This is an optimization exercise on Yosys and OpenROAD, whose aim is small area, a short achievable clock period and few clock cycles, not a production implementation. Where RTL was checked, it was by simulation tests only, not by an equivalence proof against the original. For runs 1 to 3, only the layout was checked, not whether the RTL still works.

### design/flow/run.sh
#!/bin/bash
# synth_recipe.tcl (not shown) runs the flow's synth.tcl, then flattens the netlist and writes it again
# the make line also repeats each setting of config.mk as NAME=value (left out here)
make -C /OpenROAD-flow-scripts/flow DESIGN_CONFIG=/design/flow/config.mk WORK_HOME=/design/flow/orfs CLKGATE_MAP_FILE= SYNTH_SCRIPT=/design/flow/synth_recipe.tcl finish
### design/flow/config.mk
export PLATFORM = sky130hd
export DESIGN_NAME = prb_decomp
export DESIGN_NICKNAME = prb_decomp
export VERILOG_FILES = /design/flow/design.v
export SDC_FILE = /design/flow/constraint.sdc
export NUM_CORES = 4
export LEC_CHECK = 0
export CAP_MARGIN = 20
export CELL_PAD_IN_SITES_DETAIL_PLACEMENT = 1
export CELL_PAD_IN_SITES_GLOBAL_PLACEMENT = 2
export CORE_MARGIN = 2
export CORE_UTILIZATION = 30
export PLACE_DENSITY = 0.45
export SLEW_MARGIN = 20
### design/flow/constraint.sdc
create_clock -name core_clock -period 30.0 [get_ports {clk}]
set_input_delay 6.0000 -clock core_clock [delete_from_list [all_inputs] [get_ports {clk}]]
set_output_delay 6.0000 -clock core_clock [all_outputs]
set_load 0.01 [all_outputs]
### design/flow/design.v
module prb_comp_dec (
    input  wire        bad,       
    input  wire        m3,        
    input  wire        mul,       
    input  wire        m4,        
    input  wire [4:0]  t,         
    input  wire [3:0]  w,         
    input  wire [15:0] k,         
    input  wire        csf,       
    input  wire [15:0] u,         
    output wire [15:0] y,
    output wire        sat
);
    wire [2:0]  seg = u[14:12];
    wire [19:0] a   = {7'd0, 1'b1, u[11:0]} << seg;
    wire [19:0] ml  = {a[19:12] - 8'd1, a[11:0]};
    wire [20:0] v3  = u[15] ? (21'd0 - {1'b0, ml}) : {1'b0, ml};
    wire [20:0] v   = m3 ? v3 : {{5{u[15]}}, u};
    wire [50:0] g   = {{15{v[20]}}, v, 15'd0};
    wire [50:0] gs  = g >> t;
    wire [20:0] dif = v ^ {21{v[20]}};
    reg  [20:0] msk;
    integer i;
    always @* begin
        for (i = 0; i < 21; i = i + 1)
            msk[i] = (t <= i);
    end
    wire        fit_s = ~|(dif & msk);
    wire [15:0] y_s   = fit_s ? gs[15:0] : (v[20] ? 16'h8000 : 16'h7fff);
    wire [2:0]  cpos = 3'd0 - w[2:0];                     
    wire [8:0]  c9   = {u[15:8], 1'b0} | ({8'd0, csf} << cpos);
    wire [16:0] mx   = m4 ? {1'b0, k} : {u, 1'b0};
    wire [8:0]  my   = m4 ? c9 : {1'b0, k[7:0]};
    wire [17:0] yr;
    wire        tie;
    prb_mul mu (.x(mx), .y(my), .yr(yr), .tie(tie));
    wire        fit_m = (yr[17:15] == 3'b000) | (yr[17:15] == 3'b111);
    wire [15:0] y_m  = fit_m ? {yr[15:1], yr[0] & ~tie} : (yr[17] ? 16'h8000 : 16'h7fff);
    assign y   = bad ? 16'd0 : (mul ? y_m : y_s);
    assign sat = ~bad & (mul ? ~fit_m : ~fit_s);
endmodule
module prb_mul (
    input  wire [16:0] x,
    input  wire [8:0]  y,
    output wire [17:0] yr,
    output wire        tie
);
    wire signed [25:0] p = $signed(x) * $signed(y) + 26'sd128;
    assign yr  = p[25:8];
    assign tie = (p[7:0] == 8'd0);
endmodule
module prb_decomp (
    input  wire        clk,
    input  wire        rst,           
    input  wire [3:0]  cfg_meth,      
    input  wire [3:0]  cfg_width,     
    input  wire [15:0] cfg_mc_scale,  
    input  wire        cfg_mc_csf,    
    input  wire        in_valid,
    output wire        in_ready,
    input  wire [7:0]  in_data,
    output reg         out_valid,
    input  wire        out_ready,
    output reg  [15:0] out_i,
    output reg  [15:0] out_q,
    output reg  [1:0]  out_sat,       
    output reg         out_bad,       
    output reg         out_last       
);
    reg        rdy_q;
    reg [31:0] acc;                   
    reg [5:0]  n;                     
    reg [5:0]  bcnt;                  
    reg        pend;                  
    reg [3:0]  fi_meth;
    reg [3:0]  fi_w;                  
    reg [15:0] fi_k;                  
    reg        fi_csf;
    assign in_ready = rdy_q;
    wire take    = in_valid & rdy_q;
    wire first   = (bcnt == 6'd0);
    wire cfg_par = (cfg_meth[3:2] == 2'b00) && (cfg_meth[1:0] != 2'b00);
    wire take_d  = take & ~(first & cfg_par);           
    wire [4:0] fi_w5  = {fi_w == 4'd0, fi_w};
    wire       fi_par = (fi_meth[3:2] == 2'b00) && (fi_meth[1:0] != 2'b00);
    wire [5:0] fi_bl  = {fi_w5, 1'b0} + {1'b0, fi_w5} - {5'd0, ~fi_par};  
    wire       blast  = (bcnt == fi_bl);
    reg [4:0]  xcnt;                  
    reg [15:0] u;                     
    reg        u_v, u_q, u_last;
    reg [3:0]  fd_w;
    reg [15:0] fd_k;
    reg        fd_csf;
    reg        fd_bad, fd_m3, fd_mul, fd_m4;
    reg [4:0]  fd_t;                  
    wire       fi_m0  = (fi_meth == 4'd0);
    wire       fi_m3  = (fi_meth == 4'd3);
    wire       fi_m4  = (fi_meth == 4'd4);
    wire       fi_ok  = (fi_meth <= 4'd2) | (fi_m3 & (fi_w5 >= 5'd4)) | (fi_m4 & (fi_w5 <= 5'd8));
    wire [4:0] fi_t   = fi_m0 ? 5'd15 : (5'd31 - {1'b0, fi_k[3:0]} - fi_w5);
    wire [4:0] fd_w5 = {fd_w == 4'd0, fd_w};
    wire       xnew  = (xcnt == 5'd0);
    wire [4:0] wx    = xnew ? fi_w5 : fd_w5;
    wire       have  = (n >= {1'b0, wx});
    wire       u_ok  = ~u_v | ~out_valid | out_ready;
    wire       ext   = have & u_ok;
    wire [46:0] ewin = {acc, 15'd0};
    wire [46:0] esh  = ewin >> (n - 6'd1);
    wire [15:0] umask = ~(16'hffff >> wx);
    wire [15:0] u_nx = esh[15:0] & umask;
    wire [5:0] n_x  = n - {1'b0, wx};
    wire [5:0] n_00 = n;
    wire [5:0] n_01 = n + 6'd8;
    wire [5:0] n_10 = n_x;
    wire [5:0] n_11 = n_x + 6'd8;
    wire [5:0] n_nx = ext ? (take_d ? n_11 : n_10) : (take_d ? n_01 : n_00);
    wire [5:0] bcnt_nx = take ? (first ? 6'd1 : (blast ? 6'd0 : bcnt + 6'd1)) : bcnt;
    wire       pend_nx = (pend & ~(ext & xnew)) | (take & first);
    wire       rdy_nx  = (n_nx <= 6'd24) & ~((bcnt_nx == 6'd0) & pend_nx);
    wire [15:0] y;
    wire        ys;
    prb_comp_dec dec (
        .bad(fd_bad), .m3(fd_m3), .mul(fd_mul), .m4(fd_m4), .t(fd_t),
        .w(fd_w), .k(fd_k), .csf(fd_csf),
        .u(u), .y(y), .sat(ys)
    );
    wire out_free = ~out_valid | out_ready;
    wire wr_i = u_v & ~u_q & out_free;
    wire wr_q = u_v &  u_q & out_free;
    always @(posedge clk) begin
        if (rst) begin
            rdy_q     <= 1'b1;
            n         <= 6'd0;
            bcnt      <= 6'd0;
            pend      <= 1'b0;
            xcnt      <= 5'd0;
            u_v       <= 1'b0;
            out_valid <= 1'b0;
        end else begin
            rdy_q <= rdy_nx;
            n     <= n_nx;
            bcnt  <= bcnt_nx;
            pend  <= pend_nx;
            if (ext)
                xcnt <= (xcnt == 5'd23) ? 5'd0 : xcnt + 5'd1;
            if (ext)
                u_v <= 1'b1;
            else if (out_free)
                u_v <= 1'b0;
            if (wr_q)
                out_valid <= 1'b1;
            else if (out_ready)
                out_valid <= 1'b0;
        end
    end
    always @(posedge clk) begin
        if (take_d)
            acc <= {acc[23:0], in_data};
        if (take & first) begin
            fi_meth <= cfg_meth;
            fi_w    <= cfg_width;
            fi_k    <= (cfg_meth == 4'd4) ? cfg_mc_scale : {8'd0, in_data};
            fi_csf  <= cfg_mc_csf;
        end
        if (ext) begin
            u      <= u_nx;
            u_q    <= xcnt[0];
            u_last <= (xcnt == 5'd23);
        end
        if (ext & xnew) begin
            fd_w    <= fi_w;
            fd_k    <= fi_k;
            fd_csf  <= fi_csf;
            fd_bad  <= ~fi_ok;
            fd_m3   <= fi_m3;
            fd_mul  <= (fi_meth == 4'd2) | fi_m4;
            fd_m4   <= fi_m4;
            fd_t    <= fi_t;
        end
        if (wr_i) begin
            out_i      <= y;
            out_sat[1] <= ys;
        end
        if (wr_q) begin
            out_q      <= y;
            out_sat[0] <= ys;
            out_bad    <= fd_bad;
            out_last   <= u_last;
        end
    end
endmodule
==> flow_summary_export.csv, run 1 <==
group,metric,value,unit
run_status,status,"finished clean",
flow_run,cap_violations,0,
synthesis,synth_fa_ha_area_frac,0.205,
die,pin_count,75,
cts,cts_buffers,17,
global_route,antenna_found_initial,0,
cts,cts_tree,"yes",
synthesis,ys_types,87,
timing,timing.final.crit_share,0.283,
setup_path,arrival,8.72,ns
cts,cts_setup_buffers,0,
synthesis,synthArstFlopShare,0,
timing,setup_violations,0,
timing,tightest_slew,1.06,ns
cells_and_area,stdcell_count,2827,
detailed_routing,drc_errors,0,
timing,slew_headroom,0.288,
synthesis,syn_nets,2269,
synthesis,muxShareOfSynthArea,0.0987,
synthesis,yosys.area.top_type,"edfxtp_1",
synthesis,ys_warn_count,2,
global_route,grt_overflow_total,0,
detailed_routing,wl,66300,um
timing,period_minus_slack,8.50,ns
die,die_area,62400,um^2
cells_and_area,layout-drive-gt1-share,0.0890,
global_route,grt_pass1_wl,102000,um
synthesis,seq_area_frac_synth,0.257,
detailed_routing,drt_pass1_iterations,5,
setup_path,cp-start-kind,"flop",
cts,ctsHoldBuffers,0,
global_route,grt_start_max_net_pins,60,
cts,clock_latency,0.49,ns
die,initial_utilization,0.302,
synthesis,synthFlopType,"edfxtp_1",
cts,postCtsResizedCells,0,
cts,htreeDepth,4,
global_route,grt_use_total,0.216,
detailed_routing,ant_nets,0,
setup_path,worst-setup-path-type,"flop to flop",
timing,rsz0062_at_grt,"false",
cells_and_area,nets,2285,
place,port-buffer-count,74,
timing,clock_skew,0.0239,ns
synthesis,syn_area,18100,um^2
detailed_routing,vias,15100,
timing,hold_viol_final,0,
synthesis,synth.ff_latch_count,162,
setup_path,cp_slowest_stage_delay,0.56,ns
die,core.rowCount,90,
cts,ctsLongestPathBuffers,2,
synthesis,synthXorXnorAreaFrac,0.0362,
synthesis,yosys-top-cells-area,"edfxtp_1 (23%), fa_1 (14%), ha_1 (6.0%), nand2_1 (4.6%), nor2_1 (4.3%)",
detailed_routing,drtIter0Drc,682,
cts,clkSlewWorstSetupHoldPaths,0.07,ns
synthesis,synth-simple-area-share,0.162,
timing,finalSetupTns,0,ns
synthesis,syn_inst,2015,
setup_path,crit_fanout,15,
synthesis,netlist.area_leader.share,0.234,
die,die_h,250,um
cells_and_area,area_delta_synth_final,12.0,%
synthesis,synth_top_family_by_area,"adder cells",
global_route,grt_pass1_vias,16100,
synthesis,synth-compound-area-share,0.181,
setup_path,required,30.23,ns
die,coreArea,60000,um^2
die,fp.dieW,250,um
cts,cts-root-buf,"clkbuf_16",
timing,fmax,0.118,GHz
place,placed_cells,2794,
timing,slew_viol_final,0,
detailed_routing,wl_per_cell,23.4,um
setup_path,critPathCaptureType,"flop",
synthesis,syn_avg_cell_area,9.00,um^2
min_path,hold_class,"flop to flop",
detailed_routing,avgViaCountPerCell,5.32,
place,post-dp-hpwl,52400,um
synthesis,synth_edf_count,141,
place,gp_congestion,0.820,
cts,cts.sinks,162,
setup_path,crit_slowest_cell,"fa_1",
## through the flow
stage | instance area [um^2] | setup WS (ns) | util | hold WS, ns
floorplan | 18100 | 21.23 | - | 0.400
detailed placement | 19700 | 21.51 | 0.328 | 0.409
CTS | 20300 | 21.46 | 0.338 | 0.422
global route | 20300 | 20.76 | 0.338 | 0.430
global placement | 19700 | 21.65 | 0.328 | 0.411
finish | 20300 | 21.50 | 0.338 | 0.425
## routing by layer
metal | vias up | track usage | routed length, um
met5 | - | 0 | 0
met4 | 0 | 0.0621 | 1390
met3 | 60 | 0.0260 | 1760
met2 | 214 | 0.361 | 31400
met1 | 7574 | 0.292 | 31700
li1 | 7204 | - | -
## cells in the final DEF, fill, tap and decap left out, types with 19 or more instances in the layout
cell type and instances:
nand2_1 222, nor2_1 207, inv_1 156, edfxtp_1 141, fa_1 130, o21ai_0 116, a21oi_1 113, ha_1 86
clkdlybuf4s50_1 74, mux2i_1 68, xnor2_1 53, mux2_2 42, nor3_1 40, buf_4 39, a211oi_1 32, nand3_1 30
mux4_2 25, o21a_1 25, a21o_1 24, o211ai_1 21, dfxtp_1 21, nor2b_1 20, nand2b_1 20, xor2_1 20
and2_1 19
## worst max-delay path, delay by kind of cell (launching register included)
family          cells  cell delay (ns)
compound gates      9             2.38
mux                 1             0.44
flops               1             0.47
buf+inv             5             0.34
xor+xnor            1             0.33
simple gates        5             1.16
fa+ha+maj           7             3.09
## cell families (layout without fill, tap and decap cells)
group / after synthesis / after routing
flip-flops: 162 / 162
AO/OA/AOI/OAI: 500 / 500
buffers and inverters: 279 / 308
adder cells (fa/ha/maj): 219 / 219
multiplexers: 141 / 141
other: 0 / 1
XOR/XNOR: 75 / 75
AND/OR/NAND/NOR: 639 / 639
## synth_stat cells (all sizes together), types with 7 or more instances
| master | count |
|---|---|
| nand3 | 31 |
| a41oi | 7 |
| nand4 | 7 |
| nor3 | 41 |
| fa | 130 |
| or2 | 14 |
| nand2 | 222 |
| o211a | 7 |
| inv | 160 |
| and3 | 7 |
| o31ai | 12 |
| clkbuf | 95 |
| nor2b | 20 |
| o211ai | 21 |
| edfxtp | 141 |
| a31oi | 15 |
| o21ai | 122 |
| nand2b | 20 |
| mux2 | 47 |
| a221oi | 7 |
| o21a | 25 |
| o21bai | 8 |
| mux2i | 69 |
| mux4 | 25 |
| xnor2 | 54 |
| buf | 21 |
| nor4 | 9 |
| a211oi | 32 |
| ha | 87 |
| or3 | 8 |
| dfxtp | 21 |
| and2 | 19 |
| a22oi | 18 |
| a21oi | 113 |
| nor2 | 210 |
| a21o | 24 |
| o22ai | 17 |
| xor2 | 21 |
## final timing paths
kind	start	to	slack, ns	cells after the start
min	fi_k[6]	fd_k[6]	0.42	0
max	fd_w[0]	out_i[7]	21.50	28
min reg2reg	fi_k[6]	fd_k[6]	0.42	0
max reg2reg	fd_w[0]	out_i[7]	21.50	28
## layout make-up
type	count	area (um^2)
clock buffer	17	425
clock inverter	15	165
tap	782	978
inverter	163	612
sequential	162	4650
fill	6881	39700
multi-input combinational	1574	12400
antenna	1	2.50
timing repair buffer	113	1030
## registers in the layout (all words and copies together) (netlist names), 2 cells and up
signal   cells
out_sat      2
fi_w         4
acc         32
u           16
bcnt         6
n            6
out_q       16
xcnt         5
fd_t         5
fi_meth      4
fi_k        16
fd_k        16
out_i       16
fd_w         4
==> run 2: changes to the inputs <==
--- a/design/flow/design.v
+++ b/design/flow/design.v
@@ -5,7 +5,5 @@
     input  wire        m4,        
     input  wire [4:0]  t,         
-    input  wire [3:0]  w,         
     input  wire [15:0] k,         
-    input  wire        csf,       
     input  wire [15:0] u,         
     output wire [15:0] y,
@@ -14,22 +12,33 @@
     wire [2:0]  seg = u[14:12];
     wire [19:0] a   = {7'd0, 1'b1, u[11:0]} << seg;
-    wire [19:0] ml  = {a[19:12] - 8'd1, a[11:0]};
-    wire [20:0] v3  = u[15] ? (21'd0 - {1'b0, ml}) : {1'b0, ml};
+    reg  [7:0]  ah;
+    reg         z;
+    integer j;
+    always @* begin
+        z = 1'b1;
+        for (j = 0; j < 8; j = j + 1) begin
+            ah[j] = a[12 + j] ^ z;
+            z = z & ~a[12 + j];
+        end
+    end
+    wire [19:0] ml  = {ah, a[11:0]};
+    reg  [20:0] v3;
+    reg         o;
+    always @* begin
+        o = 1'b0;
+        for (j = 0; j < 21; j = j + 1) begin
+            v3[j] = (j < 20 ? ml[j] : 1'b0) ^ (u[15] & o);
+            o = o | (j < 20 ? ml[j] : 1'b0);
+        end
+    end
     wire [20:0] v   = m3 ? v3 : {{5{u[15]}}, u};
     wire [50:0] g   = {{15{v[20]}}, v, 15'd0};
     wire [50:0] gs  = g >> t;
     wire [20:0] dif = v ^ {21{v[20]}};
-    reg  [20:0] msk;
-    integer i;
-    always @* begin
-        for (i = 0; i < 21; i = i + 1)
-            msk[i] = (t <= i);
-    end
-    wire        fit_s = ~|(dif & msk);
+    wire [31:0] tge = 32'hffffffff << t;                  
+    wire        fit_s = ~|(dif & tge[20:0]);
     wire [15:0] y_s   = fit_s ? gs[15:0] : (v[20] ? 16'h8000 : 16'h7fff);
-    wire [2:0]  cpos = 3'd0 - w[2:0];                     
-    wire [8:0]  c9   = {u[15:8], 1'b0} | ({8'd0, csf} << cpos);
     wire [16:0] mx   = m4 ? {1'b0, k} : {u, 1'b0};
-    wire [8:0]  my   = m4 ? c9 : {1'b0, k[7:0]};
+    wire [8:0]  my   = m4 ? u[15:7] : {1'b0, k[7:0]};
     wire [17:0] yr;
     wire        tie;
@@ -108,5 +117,7 @@
     wire [46:0] esh  = ewin >> (n - 6'd1);
     wire [15:0] umask = ~(16'hffff >> wx);
-    wire [15:0] u_nx = esh[15:0] & umask;
+    wire        csfx = xnew ? (fi_m4 & fi_csf) : (fd_m4 & fd_csf);
+    wire [15:0] cbit = {1'b0, umask[15:1]} & ~umask & {16{csfx}};
+    wire [15:0] u_nx = (esh[15:0] & umask) | cbit;
     wire [5:0] n_x  = n - {1'b0, wx};
     wire [5:0] n_00 = n;
@@ -122,5 +133,5 @@
     prb_comp_dec dec (
         .bad(fd_bad), .m3(fd_m3), .mul(fd_mul), .m4(fd_m4), .t(fd_t),
-        .w(fd_w), .k(fd_k), .csf(fd_csf),
+        .k(fd_k),
         .u(u), .y(y), .sat(ys)
     );
--- a/design/flow/config.mk
+++ b/design/flow/config.mk
@@ -6,4 +6,5 @@
 export NUM_CORES = 4
 export LEC_CHECK = 0
+export ABC_AREA = 1
 export CAP_MARGIN = 20
 export CELL_PAD_IN_SITES_DETAIL_PLACEMENT = 1
==> flow_summary_export.csv, run 2 <==
group,metric,value,unit
detailed_routing,top_layer,"met4",
timing,period_minus_slack,8.78,ns
global_route,antenna_found_initial,0,
timing,fmax,0.114,GHz
place,gp_congestion,0.809,
detailed_routing,drt_pass1_iterations,5,
die,core.rowCount,87,
timing,setup_violations,0,
die,die_h,243,um
timing,tightest_slew,0.955,ns
timing,clock_skew,0.0215,ns
detailed_routing,drc_errors,0,
cells_and_area,layout_common_cells,"nand2_1 (586), inv_1 (336), nor2_1 (206)",
cells_and_area,nets,2556,
detailed_routing,avgViaCountPerCell,4.83,
detailed_routing,drtIter0Drc,664,
die,die_area,58900,um^2
setup_path,reg2regPathDepth,32,
setup_path,cp-start-kind,"flop",
die,coreArea,56400,um^2
setup_path,reg2reg_to,"out_sat[1]",
synthesis,syn_avg_cell_area,7.52,um^2
setup_path,crit_slowest_cell,"inv_1",
die,initial_utilization,0.303,
setup_path,critPathCaptureType,"flop",
cts,ctsHoldBuffers,0,
cts,cts_setup_buffers,0,
detailed_routing,wl_per_cell,19.1,um
synthesis,syn_area,17100,um^2
cts,clock_latency,0.50,ns
run_status,status,"finished clean",
min_path,hold_depth,0,
synthesis,yosys-top-cells-area,"edfxtp_1 (25%), fa_1 (15%), nand2_1 (13%), inv_1 (7.4%), ha_1 (6.5%)",
die,pin_count,75,
detailed_routing,ant_nets,0,
cells_and_area,final_common_cell,"nand2_1",
timing,slew_viol_final,0,
synthesis,syn_nets,2529,
global_route,grt_use_total,0.203,
synthesis,yosys.area.top_type,"edfxtp_1",
cells_and_area,layout-drive-gt1-share,0.0489,
min_path,hp-start,"fi_k[14]",
detailed_routing,wl_met3,1190,um
synthesis,netlist.area_leader.share,0.248,
cells_and_area,area_delta_synth_final,12.5,%
synthesis,seq_area_frac_synth,0.272,
timing,timing.final.crit_share,0.293,
cts,cts-root-buf,"clkbuf_16",
cts,ctsLongestPathBuffers,2,
setup_path,worst-setup-path-type,"flop to flop",
global_route,grt_pass1_wl,92500,um
cts,cts.sinks,162,
setup_path,arrival,9.02,ns
cts,clkSlewWorstSetupHoldPaths,0.07,ns
detailed_routing,route.met2.wl,29100,um
flow_run,cap_violations,0,
setup_path,cp_slowest_stage_delay,0.65,ns
cells_and_area,insertedDiodeCount,0,
synthesis,synthArstFlopShare,0,
min_path,hold_class,"flop to flop",
synthesis,ys_types,63,
setup_path,r2r_slack,21.22,ns
detailed_routing,wl,58700,um
place,post-dp-hpwl,47400,um
setup_path,path_common_cell,"inv_1",
synthesis,synthFlopType,"edfxtp_1",
synthesis,synthTopCellsByCount,"nand2_1 (586), inv_1 (336), nor2_1 (209), o21ai_0 (187), nand3_1 (148)",
setup_path,crit_fanout,30,
cells_and_area,regMostFlops,"acc",
global_route,grt_overflow_total,0,
cts,cts_buffers,17,
timing,finalSetupTns,0,ns
cts,htreeDepth,4,
place,port-buffer-count,74,
synthesis,synth_edf_count,141,
cts,postCtsResizedCells,0,
global_route,grt_pass1_vias,15700,
global_route,grt_start_max_net_pins,52,
timing,rsz0062_at_grt,"false",
synthesis,synth.ff_latch_count,162,
detailed_routing,route.layer.met1.wl,27700,um
timing,slew_headroom,0.362,
cells_and_area,largest_reg_flops,32,
die,fp.dieW,243,um
timing,hold_viol_final,0,
detailed_routing,vias,14800,
cts,cts_tree,"yes",
synthesis,syn_inst,2273,
min_path,hold_end,"fd_k[14]",
setup_path,required,30.24,ns
synthesis,yosysMostFrequentCell,"nand2_1",
setup_path,r2r_start,"fd_m4",
cells_and_area,utilization,0.341,
synthesis,ys_warn_count,2,
## run 2: cells by family after synthesis
| kind of cell | after synthesis | share of synthesized area |
|---|---|---|
| buffers and inverters | 436 | 0.0995 |
| muxes | 25 | 0.0152 |
| adders and majority gates | 219 | 0.217 |
| AOI/OAI and AO/OA | 364 | 0.119 |
| DFF | 162 | 0.272 |
| xor gates and xnor gates | 58 | 0.0302 |
| and+or+nand+nor | 1009 | 0.247 |
## run 2: metal layers
layer | vias up | GRT usage
li1 | 7380 | -
met1 | 7273 | 0.266
met2 | 135 | 0.361
met3 | 33 | 0.0265
met4 | 0 | 0.0386
met5 | - | 0
## run 2: cell type report
cell class,instances,area (um^2)
Clock buffer,22,529
Clock inverter,10,96.3
Fill cell,6979,37200
Inverter,349,1310
Multi-Input combinational cell,1675,10800
Sequential cell,162,4650
Tap cell,756,946
Timing Repair Buffer,95,898
## run 2: per-stage QoR
step | instance area (um^2) | hold slack (ns) | std cells | worst slack, ns
after detailed placement | 18600 | 0.407 | 3037 | 20.17
after CTS | 19200 | 0.423 | 3069 | 20.70
final | 19200 | 0.424 | 3069 | 21.22
after global placement | 18600 | 0.404 | 3037 | 20.22
after floorplan | 17100 | 0.400 | 2273 | 20.85
after global routing | 19200 | 0.434 | 3069 | 20.43
## run 2: how the worst max path moves through the flow
stage | startpoint | to | slack (ns) | depth (start not counted)
6_report | fd_m4 | out_sat[1] | 21.22 | 32
5_1_grt | fd_m4 | out_sat[1] | 20.43 | 32
4_1_cts | out_ready | rdy_q | 20.70 | 8
3_5_place_dp | out_ready | rdy_q | 20.17 | 8
3_3_place_gp | out_ready | rdy_q | 20.22 | 8
2_1_floorplan | cfg_meth[2] | rdy_q | 20.85 | 10
## run 2: worst max-delay path, delay by kind of cell, from the launching register on
family,cells,cell delay [ns]
flops,1,0.36
simple gates,9,1.00
xor+xnor,1,0.55
buf+inv,7,1.15
compound gates,9,2.63
fa+ha+maj,6,2.81
==> run 3: changes to the inputs <==
--- a/design/flow/config.mk
+++ b/design/flow/config.mk
@@ -6,5 +6,4 @@
 export NUM_CORES = 4
 export LEC_CHECK = 0
-export ABC_AREA = 1
 export CAP_MARGIN = 20
 export CELL_PAD_IN_SITES_DETAIL_PLACEMENT = 1
==> flow_summary_export.csv, run 3 <==
group,metric,value,unit
detailed_routing,wl,65300,um
detailed_routing,drc_errors,0,
detailed_routing,avgViaCountPerCell,5.37,
global_route,grt_start_max_net_pins,55,
detailed_routing,ant_nets,0,
synthesis,muxShareOfSynthArea,0.100,
synthesis,syn_inst,1973,
detailed_routing,vias,14900,
cells_and_area,final_common_cell,"nand2_1",
min_path,hold_class,"flop to flop",
synthesis,synth-compound-area-share,0.167,
global_route,antenna_found_initial,1,
cells_and_area,utilization,0.340,
global_route,grt_use_total,0.218,
setup_path,critPathCaptureType,"flop",
synthesis,syn_nets,2229,
cells_and_area,layout_common_cells,"nand2_1 (223), inv_1 (176), nor2_1 (169)",
global_route,grt_overflow_total,0,
timing,slew_headroom,0.331,
cts,htreeDepth,4,
cts,clock_latency,0.44,ns
setup_path,r2r_slack,21.05,ns
setup_path,worst-setup-path-type,"flop to flop",
cells_and_area,final_cell_area,20000,um^2
die,fp.dieW,248,um
synthesis,synthArstFlopShare,0,
cells_and_area,seq_area,4650,um^2
timing,hold_ws,0.423,ns
global_route,grt_pass1_wl,101000,um
cells_and_area,multi_input_area,12100,um^2
die,die_h,248,um
cells_and_area,largest_reg_flops,32,
timing,slew_viol_final,0,
die,die_area,61400,um^2
synthesis,synthXorXnorAreaFrac,0.0299,
synthesis,yosys.area.top_type,"edfxtp_1",
timing,setup_violations,0,
cts,cts.sinks,162,
synthesis,ys_types,86,
synthesis,synth_edf_count,141,
timing,hold_viol_final,0,
cts,ctsLongestPathBuffers,2,
cts,cts-root-buf,"clkbuf_16",
detailed_routing,drtIter0Drc,749,
place,post-dp-hpwl,51800,um
timing,clock_skew,0.0177,ns
timing,tightest_slew,0.976,ns
die,pin_count,75,
synthesis,synthFlopType,"edfxtp_1",
synthesis,yosysMostFrequentCell,"nand2_1",
cts,cts_setup_buffers,0,
die,coreArea,58900,um^2
cells_and_area,fill_cells,6683,
global_route,grt_pass1_vias,16000,
detailed_routing,wl_per_cell,23.5,um
detailed_routing,drt_pass1_iterations,5,
cells_and_area,area_delta_synth_final,12.3,%
place,gp_congestion,0.796,
synthesis,synth_fa_ha_area_frac,0.208,
die,initial_utilization,0.303,
cells_and_area,nets,2248,
cts,ctsHoldBuffers,0,
cts,postCtsResizedCells,0,
cells_and_area,layout-drive-gt1-share,0.0883,
place,port-buffer-count,74,
setup_path,crit_fanout,54,
place,place_area,19400,um^2
timing,timing.final.crit_share,0.298,
cts,cts_buffers,17,
synthesis,synth.ff_latch_count,162,
setup_path,arrival,9.17,ns
synthesis,yosys-top-cells-area,"edfxtp_1 (24%), fa_1 (15%), ha_1 (6.2%), nand2_1 (4.7%), mux2i_1 (4.2%)",
cells_and_area,regMostFlops,"acc",
synthesis,ys_warn_count,2,
flow_run,cap_violations,0,
synthesis,synthTopCellsByCount,"nand2_1 (223), inv_1 (176), nor2_1 (170), edfxtp_1 (141), fa_1 (130)",
cells_and_area,insertedDiodeCount,0,
cts,clkSlewWorstSetupHoldPaths,0.08,ns
timing,period_minus_slack,8.95,ns
synthesis,syn_avg_cell_area,9.04,um^2
synthesis,syn_area,17800,um^2
setup_path,required,30.23,ns
synthesis,seq_area_frac_synth,0.261,
die,core.rowCount,89,
synthesis,netlist.area_leader.share,0.237,
timing,rsz0062_at_grt,"false",
synthesis,synth_top_family_by_area,"adder cells",
setup_path,cp-start-kind,"flop",
timing,fmax,0.112,GHz
synthesis,synth-simple-area-share,0.169,
run_status,status,"finished clean",
cts,cts_tree,"yes",
timing,finalSetupTns,0,ns
==> run 3: critical path, cell delays in order, from the launching register on <==
cell and delay, ns:
edfxtp_1 0.32, buf_4 0.49, mux2i_1 0.84, buf_4 0.30
nand2b_1 0.15, fa_1 0.44, fa_1 0.55, inv_1 0.05
fa_1 0.49, inv_1 0.05, fa_1 0.48, inv_1 0.06
fa_1 0.39, ha_1 0.37, and2_1 0.18, a311o_1 0.34
o311ai_0 0.75, a31oi_1 0.23, o21ai_1 0.47, o21bai_1 0.11
a21oi_1 0.18, xnor2_1 0.13, a31oi_1 0.52, buf_4 0.26
nor2b_1 0.10, nor2b_1 0.15, nor3_1 0.28
==> run 3: final timing paths <==
| check | cells after the start | endpoint | startpoint |
|---|---|---|---|
| setup / recovery | 26 | out_sat[1] | fd_m4 |
| hold / removal | 0 | fd_k[8] | fi_k[8] |
| setup reg to reg | 26 | out_sat[1] | fd_m4 |
| hold reg to reg | 0 | fd_k[8] | fi_k[8] |
==> run 3: logic make-up (layout without fill, tap and decap cells) <==
| family | count (synthesis) | count (layout) |
|---|---|---|
| AND/OR/NAND/NOR | 642 | 642 |
| AO/OA/AOI/OAI | 456 | 456 |
| buffers and inverters | 295 | 327 |
| adder cells (fa/ha/maj) | 219 | 219 |
| flip-flops | 162 | 162 |
| multiplexers | 138 | 138 |
| XOR/XNOR | 61 | 61 |
==> run 3: cell type report <==
type | count | share of cell area
multi-input cells | 1516 | 0.604
flip-flops and latches | 162 | 0.232
repair buffers | 115 | 0.0523
well taps | 773 | 0.0483
inverters | 180 | 0.0337
clock buffers | 17 | 0.0212
clock inverters | 15 | 0.00824
==> run 3: metrics by stage <==
stage                     setup WS (ns)  std cells
after floorplan                   22.11       1973
after CTS                         21.08       2778
after global placement            21.09       2746
final                             21.05       2778
after detailed placement          21.03       2746
after global routing              20.41       2778
==> run 3: layer usage <==
| metal | part of all wire | track usage | vias to the layer above |
|---|---|---|---|
| li1 | - | - | 7032 |
| met1 | 0.46 | 0.297 | 7655 |
| met2 | 0.50 | 0.385 | 195 |
| met3 | 0.022 | 0.0149 | 31 |
| met4 | 0.0097 | 0.0363 | 0 |
| met5 | 0 | 0 | - |
==> run 4: changes to the inputs <==
--- a/design/flow/design.v
+++ b/design/flow/design.v
@@ -3,11 +3,11 @@
     input  wire        m3,        
     input  wire        mul,       
-    input  wire        m4,        
     input  wire [4:0]  t,         
-    input  wire [15:0] k,         
-    input  wire [15:0] u,         
-    output wire [15:0] y,
+    input  wire [16:0] x,         
+    input  wire [8:0]  y,         
+    output wire [15:0] q,
     output wire        sat
 );
+    wire [15:0] u = x[16:1];
     wire [2:0]  seg = u[14:12];
     wire [19:0] a   = {7'd0, 1'b1, u[11:0]} << seg;
@@ -39,12 +39,10 @@
     wire        fit_s = ~|(dif & tge[20:0]);
     wire [15:0] y_s   = fit_s ? gs[15:0] : (v[20] ? 16'h8000 : 16'h7fff);
-    wire [16:0] mx   = m4 ? {1'b0, k} : {u, 1'b0};
-    wire [8:0]  my   = m4 ? u[15:7] : {1'b0, k[7:0]};
     wire [17:0] yr;
     wire        tie;
-    prb_mul mu (.x(mx), .y(my), .yr(yr), .tie(tie));
+    prb_mul mu (.x(x), .y(y), .yr(yr), .tie(tie));
     wire        fit_m = (yr[17:15] == 3'b000) | (yr[17:15] == 3'b111);
     wire [15:0] y_m  = fit_m ? {yr[15:1], yr[0] & ~tie} : (yr[17] ? 16'h8000 : 16'h7fff);
-    assign y   = bad ? 16'd0 : (mul ? y_m : y_s);
+    assign q   = bad ? 16'd0 : (mul ? y_m : y_s);
     assign sat = ~bad & (mul ? ~fit_m : ~fit_s);
 endmodule
@@ -55,5 +53,39 @@
     output wire        tie
 );
-    wire signed [25:0] p = $signed(x) * $signed(y) + 26'sd128;
+    wire [10:0] yy = {y[8], y, 1'b0};
+    reg  [25:0] r0, r1, r2, r3, r4, r5;
+    reg  [25:0] rr;
+    reg  [17:0] sel;
+    reg         neg, one, two, pneg;
+    integer i;
+    always @* begin
+        pneg = 1'b0;
+        r0 = 26'd0; r1 = 26'd0; r2 = 26'd0; r3 = 26'd0; r4 = 26'd0;
+        for (i = 0; i < 5; i = i + 1) begin
+            neg = yy[2*i+2];
+            one = yy[2*i+1] ^ yy[2*i];
+            two = (yy[2*i+2] & ~yy[2*i+1] & ~yy[2*i]) | (~yy[2*i+2] & yy[2*i+1] & yy[2*i]);
+            sel = ({18{one}} & {x[16], x}) | ({18{two}} & {x, 1'b0});
+            sel = sel ^ {18{neg}};
+            rr  = ({7'd0, ~sel[17], sel} << (2*i)) | ({25'd0, pneg} << (2*i) >> 2);
+            case (i)
+                0: r0 = rr;
+                1: r1 = rr;
+                2: r2 = rr;
+                3: r3 = rr;
+                default: r4 = rr;
+            endcase
+            pneg = neg;
+        end
+        r5 = 26'h2ac_0080 | {17'd0, pneg, 8'd0};
+    end
+    function [51:0] csa(input [25:0] a, input [25:0] b, input [25:0] c);
+        csa = {a ^ b ^ c, ((a & b) | (a & c) | (b & c)) << 1};
+    endfunction
+    wire [51:0] l1a = csa(r0, r1, r2);
+    wire [51:0] l1b = csa(r3, r4, r5);
+    wire [51:0] l2  = csa(l1a[51:26], l1a[25:0], l1b[51:26]);
+    wire [51:0] l3  = csa(l2[51:26], l2[25:0], l1b[25:0]);
+    wire [25:0] p   = l3[51:26] + l3[25:0];
     assign yr  = p[25:8];
     assign tie = (p[7:0] == 8'd0);
@@ -96,9 +128,10 @@
     wire       blast  = (bcnt == fi_bl);
     reg [4:0]  xcnt;                  
-    reg [15:0] u;                     
+    reg [16:0] rx;                    
+    reg [8:0]  ry;                    
     reg        u_v, u_q, u_last;
     reg [3:0]  fd_w;
     reg [15:0] fd_k;
-    reg        fd_csf;
+    reg        fd_c4;                 
     reg        fd_bad, fd_m3, fd_mul, fd_m4;
     reg [4:0]  fd_t;                  
@@ -113,11 +146,15 @@
     wire       have  = (n >= {1'b0, wx});
     wire       u_ok  = ~u_v | ~out_valid | out_ready;
-    wire       ext   = have & u_ok;
+    wire       ext   = have & (xnew ? (~u_v | ~out_valid) : u_ok);
     wire [46:0] ewin = {acc, 15'd0};
     wire [46:0] esh  = ewin >> (n - 6'd1);
     wire [15:0] umask = ~(16'hffff >> wx);
-    wire        csfx = xnew ? (fi_m4 & fi_csf) : (fd_m4 & fd_csf);
+    wire        csfx = xnew ? (fi_m4 & fi_csf) : fd_c4;
     wire [15:0] cbit = {1'b0, umask[15:1]} & ~umask & {16{csfx}};
     wire [15:0] u_nx = (esh[15:0] & umask) | cbit;
+    wire        m4x  = xnew ? fi_m4 : fd_m4;
+    wire [15:0] kx   = xnew ? fi_k : fd_k;
+    wire [16:0] rx_nx = m4x ? {1'b0, kx} : {u_nx, 1'b0};
+    wire [8:0]  ry_nx = m4x ? u_nx[15:7] : {1'b0, kx[7:0]};
     wire [5:0] n_x  = n - {1'b0, wx};
     wire [5:0] n_00 = n;
@@ -132,7 +169,6 @@
     wire        ys;
     prb_comp_dec dec (
-        .bad(fd_bad), .m3(fd_m3), .mul(fd_mul), .m4(fd_m4), .t(fd_t),
-        .k(fd_k),
-        .u(u), .y(y), .sat(ys)
+        .bad(fd_bad), .m3(fd_m3), .mul(fd_mul), .t(fd_t),
+        .x(rx), .y(ry), .q(y), .sat(ys)
     );
     wire out_free = ~out_valid | out_ready;
@@ -175,5 +211,6 @@
         end
         if (ext) begin
-            u      <= u_nx;
+            rx     <= rx_nx;
+            ry     <= ry_nx;
             u_q    <= xcnt[0];
             u_last <= (xcnt == 5'd23);
@@ -182,5 +219,5 @@
             fd_w    <= fi_w;
             fd_k    <= fi_k;
-            fd_csf  <= fi_csf;
+            fd_c4   <= fi_m4 & fi_csf;
             fd_bad  <= ~fi_ok;
             fd_m3   <= fi_m3;
==> flow_summary_export.csv, run 4 <==
group,metric,value,unit
timing,tightest_slew,1.03,ns
detailed_routing,wl_per_cell,22.4,um
synthesis,ys_types,109,
run_status,status,"finished clean",
timing,fmax,0.130,GHz
place,place_area,19700,um^2
cells_and_area,final_cell_area,20300,um^2
place,gp_congestion,0.824,
cells_and_area,area_delta_synth_final,11.2,%
cts,ctsHoldBuffers,0,
global_route,grt_pass1_wl,102000,um
cells_and_area,largest_reg_flops,32,
place,post-dp-hpwl,49600,um
global_route,antenna_found_initial,1,
synthesis,synth_edf_count,151,
timing,finalWorstSetupSlack,22.28,ns
die,die_h,251,um
setup_path,arrival,8.12,ns
detailed_routing,drtIter0Drc,877,
cells_and_area,utilization,0.336,
detailed_routing,drc_errors,0,
cells_and_area,regMostFlops,"acc",
synthesis,syn_area,18200,um^2
cells_and_area,layout-drive-gt1-share,0.0891,
setup_path,cp-start-kind,"input pin",
timing,rsz0062_at_grt,"false",
place,port-buffer-count,74,
timing,timing.final.crit_share,0.257,
min_path,hold_class,"flop to flop",
detailed_routing,drt_pass1_iterations,5,
synthesis,yosys-top-cells-area,"edfxtp_1 (25%), ha_1 (6.1%), fa_1 (5.7%), nor2_1 (4.9%), mux2i_1 (4.9%)",
place,place_ws,21.72,ns
die,core.rowCount,90,
cts,htreeDepth,4,
flow_run,cap_violations,0,
synthesis,synthFlopType,"edfxtp_1",
cells_and_area,final_common_cell,"nand2_1",
setup_path,critPathCaptureType,"flop",
detailed_routing,wl,66000,um
detailed_routing,vias,16200,
die,pin_count,75,
timing,finalSetupTns,0,ns
die,coreArea,60200,um^2
timing,period_minus_slack,7.72,ns
synthesis,yosysMostFrequentCell,"nor2_1",
cells_and_area,layout_common_cells,"nand2_1 (236), nor2_1 (234), a21oi_1 (169)",
cells_and_area,nets,2321,
timing,clock_skew,0.0277,ns
timing,hold_viol_final,0,
detailed_routing,ant_nets,0,
cts,cts_setup_buffers,0,
cts,cts-root-buf,"clkbuf_16",
cts,cts.sinks,172,
timing,setup_violations,0,
synthesis,syn_avg_cell_area,8.43,um^2
die,die_area,62800,um^2
setup_path,worst-setup-path-type,"input pin to flop",
synthesis,syn_inst,2164,
cells_and_area,largestRegisters,"acc x32, rx x17",
detailed_routing,avgViaCountPerCell,5.51,
global_route,grt_overflow_total,0,
global_route,grt_use_total,0.210,
global_route,grt_start_max_net_pins,51,
cts,postCtsResizedCells,0,
timing,slew_headroom,0.309,
cts,clock_latency,0.50,ns
synthesis,yosys.area.top_type,"edfxtp_1",
synthesis,seq_area_frac_synth,0.272,
timing,slew_viol_final,0,
setup_path,crit_fanout,38,
cts,cts_buffers,17,
synthesis,ys_warn_count,3,
synthesis,synthTopCellsByCount,"nor2_1 (239), nand2_1 (236), a21oi_1 (169), edfxtp_1 (151), inv_1 (145)",
cells_and_area,insertedDiodeCount,0,
synthesis,synth.ff_latch_count,172,
cts,cts_tree,"yes",
die,fp.dieW,251,um
synthesis,syn_nets,2342,
global_route,grt_pass1_vias,16200,
synthesis,synthArstFlopShare,0,
cts,ctsLongestPathBuffers,2,
synthesis,netlist.area_leader.share,0.249,
setup_path,required,30.40,ns
cts,clkSlewWorstSetupHoldPaths,0.07,ns
die,initial_utilization,0.303,
[run 4: changes by cell type after synthesis, moves of 31 or more]
cell	before	now
a21oi_1	118	169
nor2_1	170	239
a221oi_1	5	49
clkbuf_1	91	123
fa_1	130	52
inv_1	176	145
[run 4: area by class of cell]
cell class	count	area (um^2)
Tap cell	782	978
Timing Repair Buffer	128	1150
Clock inverter	15	149
Inverter	150	563
Multi-Input combinational cell	1674	12100
Fill cell	7029	40000
Sequential cell	172	4950
Clock buffer	17	425
[run 4: through the flow]
| step | hold WS (ns) | cells |
|---|---|---|
| 2_1_floorplan | 0.400 | 2164 |
| 3_3_place_gp | 0.444 | 2906 |
| 3_5_place_dp | 0.450 | 2906 |
| 4_1_cts | 0.467 | 2938 |
| 5_1_grt | 0.477 | 2938 |
| 6_report | 0.460 | 2938 |
[run 4: path summary, 6_finish.rpt]
path	from	cells past startpoint	slack [ns]	endpoint
setup / recovery	in_valid	10	22.28	rdy_q
hold / removal	fi_k[6]	0	0.46	fd_k[6]
setup reg to reg	ry[3]	20	22.39	out_q[1]
hold reg to reg	fi_k[6]	0	0.46	fd_k[6]
[run 4: per-layer routing]
metal  global-route usage  part of all wire
met1                0.292              0.49
met2                0.351              0.47
met3               0.0220             0.026
met4               0.0493             0.016
met5                    0                 0
[run 4: cells by family after synthesis]
family	after synthesis	share of synthesized area
AND/OR/NAND/NOR	694	0.176
AO/OA/AOI/OAI	632	0.234
buffers and inverters	318	0.0707
flip-flops	172	0.272
multiplexers	145	0.0994
adder cells (fa/ha/maj)	144	0.120
XOR/XNOR	59	0.0283
[run 4: critical path: stages]
cell and delay [ns]:
clkdlybuf4s50_1 0.48, nand2_1 0.21, nor2_4 0.16, buf_4 0.41, nand2_1 0.13, xnor2_1 0.14, a21oi_1 0.18, xor2_1 0.17
nor2_1 0.07, nor3_1 0.15
Testbench counts of run 4, summed over its fixed seeds: cycles 102,509.
==> run 5: changes to the inputs <==
--- a/design/flow/config.mk
+++ b/design/flow/config.mk
@@ -6,4 +6,5 @@
 export NUM_CORES = 4
 export LEC_CHECK = 0
+export ABC_AREA = 1
 export CAP_MARGIN = 20
 export CELL_PAD_IN_SITES_DETAIL_PLACEMENT = 1
==> flow_summary_export.csv, run 5 <==
group,metric,value,unit
detailed_routing,wl,59200,um
run_status,status,"finished clean",
place,post-dp-hpwl,47000,um
die,fp.dieW,240,um
cells_and_area,layout_common_cells,"nand2_1 (578), inv_1 (275), o21ai_0 (218)",
setup_path,required,30.35,ns
global_route,grt_start_max_net_pins,48,
cts,clock_latency,0.45,ns
die,die_area,57700,um^2
setup_path,crit_fanout,32,
synthesis,synth.ff_latch_count,172,
setup_path,crit_slowest_cell,"clkdlybuf4s50_1",
timing,setup_violations,0,
cells_and_area,insertedDiodeCount,0,
timing,slew_headroom,0.326,
cts,cts.sinks,172,
cts,cts-root-buf,"clkbuf_16",
global_route,grt_pass1_wl,93600,um
detailed_routing,drc_errors,0,
timing,hold_ws,0.452,ns
cts,htreeDepth,4,
setup_path,critPathCaptureType,"flop",
timing,rsz0062_at_grt,"false",
timing,clock_skew,0.0144,ns
min_path,hold_class,"flop to flop",
detailed_routing,wl_per_cell,19.4,um
cts,ctsHoldBuffers,0,
die,initial_utilization,0.304,
timing,finalSetupTns,0,ns
cells_and_area,final_common_cell,"nand2_1",
synthesis,synthTopCellsByCount,"nand2_1 (578), inv_1 (276), o21ai_0 (218), edfxtp_1 (151), nor2_1 (138)",
synthesis,synthArstFlopShare,0,
setup_path,reg2reg_to,"out_i[9]",
timing,hold_viol_final,0,
global_route,grt_use_total,0.212,
die,pin_count,75,
synthesis,yosysMostFrequentCell,"nand2_1",
synthesis,seq_area_frac_synth,0.296,
cts,cts_tree,"yes",
synthesis,synth_edf_count,151,
place,port-buffer-count,74,
synthesis,syn_inst,2271,
cells_and_area,final_cell_area,18800,um^2
synthesis,ys_warn_count,3,
cells_and_area,largest_reg_flops,32,
setup_path,r2r_slack,22.17,ns
timing,tightest_slew,1.00,ns
timing,timing.final.crit_share,0.268,
synthesis,syn_area,16700,um^2
global_route,grt_overflow_total,0,
place,gp_congestion,0.813,
timing,finalWorstSetupSlack,21.95,ns
flow_run,cap_violations,0,
min_path,hold_depth,0,
synthesis,synthFlopType,"edfxtp_1",
cts,ctsLongestPathBuffers,2,
timing,slew_viol_final,0,
cells_and_area,nets,2462,
setup_path,path_common_cell,"nand2_1",
detailed_routing,ant_nets,0,
die,coreArea,55100,um^2
setup_path,arrival,8.40,ns
detailed_routing,drtIter0Drc,713,
synthesis,yosys.area.top_type,"edfxtp_1",
setup_path,cp_cell_sequence,"clkdlybuf4s50_1 > nor2_1 > nand2_1 > o31ai_1 > inv_1 > nand2_1 > clkinv_1 > buf_4 > nand2_1 > a21oi_1 > a311oi_1",
setup_path,cp_slowest_stage_delay,0.43,ns
detailed_routing,vias,15000,
timing,period_minus_slack,8.05,ns
place,place_area,18200,um^2
cells_and_area,seq_area,4950,um^2
die,die_h,240,um
cells_and_area,largestRegisters,"acc x32, rx x17",
cells_and_area,multi_input_area,10200,um^2
min_path,hp-start,"acc[16]",
cts,cts_buffers,17,
cts,postCtsResizedCells,0,
cts,clkSlewWorstSetupHoldPaths,0.07,ns
setup_path,worst-setup-path-type,"input pin to flop",
setup_path,cp-start-kind,"input pin",
cells_and_area,layout-drive-gt1-share,0.0605,
cts,cts_setup_buffers,0,
synthesis,syn_nets,2449,
synthesis,syn_avg_cell_area,7.37,um^2
die,core.rowCount,86,
global_route,grt_pass1_vias,15800,
setup_path,reg2regPathDepth,28,
detailed_routing,drt_pass1_iterations,5,
timing,fmax,0.124,GHz
global_route,antenna_found_initial,0,
synthesis,ys_types,56,
setup_path,r2r_start,"ry[7]",
cells_and_area,area_delta_synth_final,12.4,%
detailed_routing,avgViaCountPerCell,4.91,
min_path,hold_end,"acc[24]",
place,place_ws,21.46,ns
cells_and_area,regMostFlops,"acc",
synthesis,yosys-top-cells-area,"edfxtp_1 (27%), nand2_1 (13%), ha_1 (6.7%), o21ai_0 (6.5%), fa_1 (6.2%)",
cells_and_area,fill_cells,6775,
synthesis,netlist.area_leader.share,0.271,
run 5: worst max-delay path by stage:
stage,cells past startpoint,from,to
final,11,out_ready,rdy_q
after global routing,28,ry[5],out_q[5]
after CTS,11,out_ready,rdy_q
after detailed placement,11,out_ready,rdy_q
after global placement,11,out_ready,rdy_q
after floorplan,8,cfg_meth[2],rdy_q
run 5: cell families (layout without fill, tap and decap cells):
logic type	Yosys count	count (layout)	share of synthesized area
buffers and inverters	407	432	0.0949
and+or+nand+nor	920	920	0.232
muxes	39	39	0.0239
AOI/OAI and AO/OA	464	464	0.157
adders and majority gates	141	141	0.129
xor gates and xnor gates	128	128	0.0670
DFF	172	172	0.296
run 5: critical path: cells and delay by family:
kind	cells	cell delay, ns
and+or+nand+nor	4	0.88
AOI/OAI and AO/OA	3	0.40
buffers and inverters	4	1.10
run 5: layer usage:
metal / vias to the layer above / global-route usage / part of all wire
li1: 7556 / - / -
met1: 7191 / 0.286 / 0.48
met2: 161 / 0.363 / 0.48
met3: 48 / 0.0144 / 0.015
met4: 0 / 0.0587 / 0.021
met5: - / 0 / 0
run 5: metrics by stage:
step,utilization,std cells
6_report,0.342,3044
5_1_grt,0.342,3044
4_1_cts,0.341,3043
3_5_place_dp,0.330,3012
3_3_place_gp,0.330,3012
2_1_floorplan,-,2271
run 5: final cells by class:
type                       instances  share of cell area
inverter                         295              0.0588
sequential                       172               0.263
clock buffer                      17              0.0226
timing repair buffer             106              0.0532
multi-input combinational       1692               0.544
tap                              748              0.0497
clock inverter                    14             0.00844
==> run 6: changes to the inputs <==
==> design/flow/flow/run.sh (new file) <==
#!/bin/bash
set -euo pipefail
margin=$(cat flow/margin.txt)
printf 'export SETUP_SLACK_MARGIN = %s\n' "$margin" >> config.mk
bash standard.sh > standard_make.log 2>&1
==> design/flow/flow/margin.txt (new file) <==
23
==> design/flow/standard.sh (new file) <==
#!/bin/bash
# synth_recipe.tcl (not shown) runs the flow's synth.tcl, then flattens the netlist and writes it again
# the make line also repeats each setting of config.mk as NAME=value (left out here)
make -C /OpenROAD-flow-scripts/flow DESIGN_CONFIG=/design/flow/config.mk WORK_HOME=/design/flow/orfs CLKGATE_MAP_FILE= SYNTH_SCRIPT=/design/flow/synth_recipe.tcl "${@:-finish}"
--- a/design/flow/config.mk
+++ b/design/flow/config.mk
@@ -14,2 +14,3 @@
 export PLACE_DENSITY = 0.45
 export SLEW_MARGIN = 20
+export SETUP_SLACK_MARGIN = 23
removed: design/flow/run.sh
==> flow_summary_export.csv, run 6 <==
group,metric,value,unit
die,pin_count,75,
synthesis,synthFlopType,"edfxtp_1",
synthesis,yosysMostFrequentCell,"nand2_1",
cts,clkSlewWorstSetupHoldPaths,0.07,ns
cts,clock_latency,0.45,ns
detailed_routing,drt_pass1_iterations,4,
place,port-buffer-count,74,
cells_and_area,nets,2483,
synthesis,ys_types,56,
flow_run,cap_violations,0,
detailed_routing,wl,61400,um
min_path,hold_class,"flop to flop",
cells_and_area,utilization,0.347,
setup_path,crit_family,"compound AO/OA/AOI/OAI gates",
cells_and_area,largest_reg_flops,32,
cells_and_area,fill_cells,6782,
timing,slew_viol_final,0,
global_route,grt_overflow_total,0,
die,fp.dieW,240,um
place,gp_congestion,0.797,
die,coreArea,55100,um^2
global_route,grt_pass1_wl,95600,um
setup_path,cp_cell_sequence,"buf_6 > nor2_4 > nor2_4 > a31oi_4 > buf_12 > buf_12 > a21oi_1 > or2_2 > a21oi_2 > a311oi_2",
synthesis,yosys.area.top_type,"edfxtp_1",
setup_path,arrival,7.38,ns
die,initial_utilization,0.304,
timing,fmax,0.142,GHz
timing,finalSetupTns,0,ns
place,place_ws,21.33,ns
setup_path,crit_buf_inv,3,
detailed_routing,ant_nets,0,
timing,finalWorstSetupSlack,22.95,ns
setup_path,crit_fanout,8,
synthesis,seq_area_frac_synth,0.296,
synthesis,ys_warn_count,3,
synthesis,synthTopCellsByCount,"nand2_1 (578), inv_1 (276), o21ai_0 (218), edfxtp_1 (151), nor2_1 (138)",
timing,hold_viol_final,0,
cells_and_area,final_common_cell,"nand2_1",
timing,clock_skew,0.0122,ns
die,die_area,57700,um^2
synthesis,syn_avg_cell_area,7.37,um^2
timing,tightest_slew,1.11,ns
cells_and_area,final_cell_area,19100,um^2
timing,rsz0062_at_grt,"true",
synthesis,syn_nets,2449,
cts,ctsLongestPathBuffers,2,
setup_path,crit_slowest_cell,"or2_2",
synthesis,yosys-top-cells-area,"edfxtp_1 (27%), nand2_1 (13%), ha_1 (6.7%), o21ai_0 (6.5%), fa_1 (6.2%)",
die,core.rowCount,86,
synthesis,netlist.area_leader.share,0.271,
global_route,grt_use_total,0.217,
synthesis,synthArstFlopShare,0,
timing,timing.final.crit_share,0.235,
run_status,status,"finished clean",
cells_and_area,area_delta_synth_final,14.4,%
synthesis,synth.ff_latch_count,172,
detailed_routing,drc_errors,0,
cells_and_area,insertedDiodeCount,0,
cells_and_area,regMostFlops,"acc",
global_route,grt_pass1_vias,15900,
cts,htreeDepth,4,
place,post-dp-hpwl,47200,um
synthesis,syn_inst,2271,
global_route,antenna_found_initial,0,
setup_path,cp_slowest_stage_delay,0.31,ns
synthesis,synth_edf_count,151,
timing,hold_ws,0.457,ns
timing,setup_violations,0,
detailed_routing,avgViaCountPerCell,4.97,
cells_and_area,layout-drive-gt1-share,0.104,
cts,cts.sinks,172,
cts,cts-root-buf,"clkbuf_16",
die,die_h,240,um
setup_path,cp-start-kind,"input pin",
detailed_routing,drtIter0Drc,660,
setup_path,worst-setup-path-type,"input pin to flop",
cells_and_area,largestRegisters,"acc x32, rx x17",
cts,cts_tree,"yes",
detailed_routing,wl_per_cell,20.0,um
place,place_area,18200,um^2
detailed_routing,vias,15200,
setup_path,required,30.32,ns
global_route,grt_start_max_net_pins,48,
timing,slew_headroom,0.260,
synthesis,syn_area,16700,um^2
cts,cts_buffers,17,
timing,period_minus_slack,7.05,ns
setup_path,critPathCaptureType,"flop",
cells_and_area,layout_common_cells,"nand2_1 (569), inv_1 (270), o21ai_0 (210)",
==> run 6: cell count changes in the layout (fill, tap and decap cells not counted), moves of 6 or more <==
cell and delta:
nor2_4 +7, nor2_1 -6, nand2_1 -9, clkdlybuf4s50_1 -45, buf_2 +38, buf_4 +7
o21ai_0 -8, buf_6 +9
==> run 6: worst paths after layout <==
check                           depth (start not counted)   startpoint       end  slack, ns
worst max-delay path                                   10  cfg_meth[1]     rdy_q      22.95
worst min-delay path                                    0      acc[20]   acc[28]       0.46
worst max register to register                         31        ry[3]  out_q[5]      23.47
worst min register to register                          0      acc[20]   acc[28]       0.46
==> run 6: worst reg2reg max path: cells and delay by family, from the launching register on <==
family,cells,cell delay [ns]
AO/OA/AOI/OAI,12,2.07
XOR/XNOR,2,0.33
adder cells (fa/ha/maj),4,1.86
buffers and inverters,8,1.21
flip-flops,1,0.37
AND/OR/NAND/NOR,5,0.43
==> run 6: logic make-up after synthesis <==
family / synth area share
AOI/OAI and AO/OA: 0.157
xor gates and xnor gates: 0.0670
adders and majority gates: 0.129
buffers and inverters: 0.0949
DFF: 0.296
muxes: 0.0239
and+or+nand+nor: 0.232
==> run 6: timing repair <==
| action | in CTS | in global routing |
|---|---|---|
| pin swaps | 12 | 16 |
| endpoints found under the setup margin | 251 | 113 |
| cloned | 5 | 0 |
| hold buffers | 0 | 0 |
| setup buffers | 17 | 6 |
| gates resized for setup | 197 | 38 |
==> run 6: per-stage QoR <==
step / std cells
after floorplan: 2271
after global placement: 3006
after detailed placement: 3006
after CTS: 3059
after global routing: 3065
final: 3065
==> run 6: per-layer routing <==
| metal | routed length (um) | track usage | vias to the layer above |
|---|---|---|---|
| met1 | 29000 | 0.291 | 7391 |
| li1 | - | - | 7607 |
| met4 | 1490 | 0.0612 | 0 |
| met2 | 29700 | 0.374 | 174 |
| met3 | 1150 | 0.0199 | 51 |
| met5 | 0 | 0 | - |
==> run 6: area by class of cell <==
cell class              count  area (um^2)  share of cell area
flip-flops and latches    172         4960               0.259
well taps                 748          936              0.0489
repair inverters            1         16.3            0.000850
multi-input cells        1694        10400               0.545
clock buffers              17          425              0.0222
repair buffers            124         1040              0.0545
clock inverters            14          179             0.00935
inverters                 295         1140              0.0596
==> run 7: changes to the inputs <==
--- a/design/flow/design.v
+++ b/design/flow/design.v
@@ -132,5 +132,4 @@
     reg        u_v, u_q, u_last;
     reg [3:0]  fd_w;
-    reg [15:0] fd_k;
     reg        fd_c4;                 
     reg        fd_bad, fd_m3, fd_mul, fd_m4;
@@ -148,5 +147,6 @@
     wire       ext   = have & (xnew ? (~u_v | ~out_valid) : u_ok);
     wire [46:0] ewin = {acc, 15'd0};
-    wire [46:0] esh  = ewin >> (n - 6'd1);
+    wire [5:0]  nm1  = n - 6'd1;
+    wire [46:0] esh  = ewin >> nm1[4:0];
     wire [15:0] umask = ~(16'hffff >> wx);
     wire        csfx = xnew ? (fi_m4 & fi_csf) : fd_c4;
@@ -154,7 +154,8 @@
     wire [15:0] u_nx = (esh[15:0] & umask) | cbit;
     wire        m4x  = xnew ? fi_m4 : fd_m4;
-    wire [15:0] kx   = xnew ? fi_k : fd_k;
-    wire [16:0] rx_nx = m4x ? {1'b0, kx} : {u_nx, 1'b0};
-    wire [8:0]  ry_nx = m4x ? u_nx[15:7] : {1'b0, kx[7:0]};
+    wire        ld_rx = xnew | ~m4x;
+    wire        ld_ry = xnew | m4x;
+    wire [16:0] rx_nx = m4x ? {1'b0, fi_k} : {u_nx, 1'b0};
+    wire [8:0]  ry_nx = m4x ? u_nx[15:7] : {1'b0, fi_k[7:0]};
     wire [5:0] n_x  = n - {1'b0, wx};
     wire [5:0] n_00 = n;
@@ -211,6 +212,8 @@
         end
         if (ext) begin
-            rx     <= rx_nx;
-            ry     <= ry_nx;
+            if (ld_rx)
+                rx <= rx_nx;
+            if (ld_ry)
+                ry <= ry_nx;
             u_q    <= xcnt[0];
             u_last <= (xcnt == 5'd23);
@@ -218,5 +221,4 @@
         if (ext & xnew) begin
             fd_w    <= fi_w;
-            fd_k    <= fi_k;
             fd_c4   <= fi_m4 & fi_csf;
             fd_bad  <= ~fi_ok;
--- a/design/flow/config.mk
+++ b/design/flow/config.mk
@@ -11,6 +11,6 @@
 export CELL_PAD_IN_SITES_GLOBAL_PLACEMENT = 2
 export CORE_MARGIN = 2
-export CORE_UTILIZATION = 30
-export PLACE_DENSITY = 0.45
+export CORE_UTILIZATION = 50
+export PLACE_DENSITY = 0.65
 export SLEW_MARGIN = 20
 export SETUP_SLACK_MARGIN = 23
==> flow_summary_export.csv, run 7 <==
group,metric,value,unit
run_status,status,"aborted with a tool error",
die,pin_count,75,
synthesis,yosys.area.top_type,"edfxtp_1",
synthesis,ys_warn_count,3,
die,die_h,181,um
synthesis,syn_nets,2365,
synthesis,synth_edf_count,135,
synthesis,syn_avg_cell_area,7.20,um^2
synthesis,ys_types,62,
synthesis,netlist.area_leader.share,0.257,
synthesis,yosys-top-cells-area,"edfxtp_1 (26%), nand2_1 (14%), ha_1 (6.9%), fa_1 (6.6%), inv_1 (6.4%)",
synthesis,synthArstFlopShare,0,
synthesis,syn_inst,2189,
die,core.rowCount,64,
synthesis,syn_area,15800,um^2
synthesis,synthFlopType,"edfxtp_1",
synthesis,seq_area_frac_synth,0.284,
synthesis,yosysMostFrequentCell,"nand2_1",
synthesis,synth.ff_latch_count,156,
place,port-buffer-count,74,
synthesis,synthTopCellsByCount,"nand2_1 (593), inv_1 (270), o21ai_0 (183), nand3_1 (145), edfxtp_1 (135)",
die,initial_utilization,0.511,
run_status,failed_stage,"global placement",
die,fp.dieW,181,um
run_status,stop_error,"[ERROR GPL-0301] Utilization 100.209 % exceeds 100%.",
run 7: cell types whose count changed after synthesis, sizes merged, moves of 5 or more:
cell / previous run / this run
o21ai: 241 / 205
mux2i: 31 / 8
nor2: 154 / 135
edfxtp: 151 / 135
nand2: 585 / 601
nand3: 136 / 147
a21oi: 80 / 90
clkbuf: 81 / 73
inv: 287 / 280
nor3: 3 / 10
xnor2: 29 / 22
o22ai: 70 / 65
run 7: cells by family after synthesis:
family,count (synthesis),synth area share
AO/OA/AOI/OAI,430,0.155
XOR/XNOR,123,0.0684
adder cells (fa/ha/maj),139,0.135
buffers and inverters,393,0.0978
flip-flops,156,0.284
multiplexers,16,0.0108
AND/OR/NAND/NOR,932,0.249
Testbench counts of run 7, summed over its fixed seeds: cycles 102,509.

==> separate check: timing with driven ports <==
No port has a modelled driver above. Below, the same layouts with a new extraction and two added sets of constraints.
Step 1 (the two cells are an assumption about what drives the block):
set clk [get_ports {clk}]
set_driving_cell -lib_cell sky130_fd_sc_hd__clkbuf_16 $clk
set_driving_cell -lib_cell sky130_fd_sc_hd__buf_2 [delete_from_list [all_inputs] $clk]
Step 2 times the ports against the registers' clock, not the clock port: input delays grow and output delays shrink by t, the midpoint of the rising clock arrivals with the driver on.
Slacks: ideal ports / drivers / drivers and shift; pairs: ideal ports / drivers.
run	t (ns)	setup slack, ns	clock arrival spread, ns	worst data-port slew with drivers (ns)
run 1	0.542	21.503 / 21.503 / 21.503	0.025 / 0.025	0.04
run 2	0.546	21.224 / 21.224 / 20.757	0.021 / 0.021	0.06
run 3	0.489	21.054 / 21.054 / 21.054	0.018 / 0.018	0.05
run 4	0.546	22.281 / 22.319 / 21.774	0.028 / 0.027	0.04
run 5	0.490	21.954 / 21.983 / 21.493	0.015 / 0.015	0.03
run 6	0.497	22.946 / 22.917 / 22.467	0.012 / 0.013	0.04
After both steps setup and hold are still met in every run listed. For run 4, which loses most, drivers alone change the setup slack by +0.038 ns; drivers and shift together by -0.507 ns.
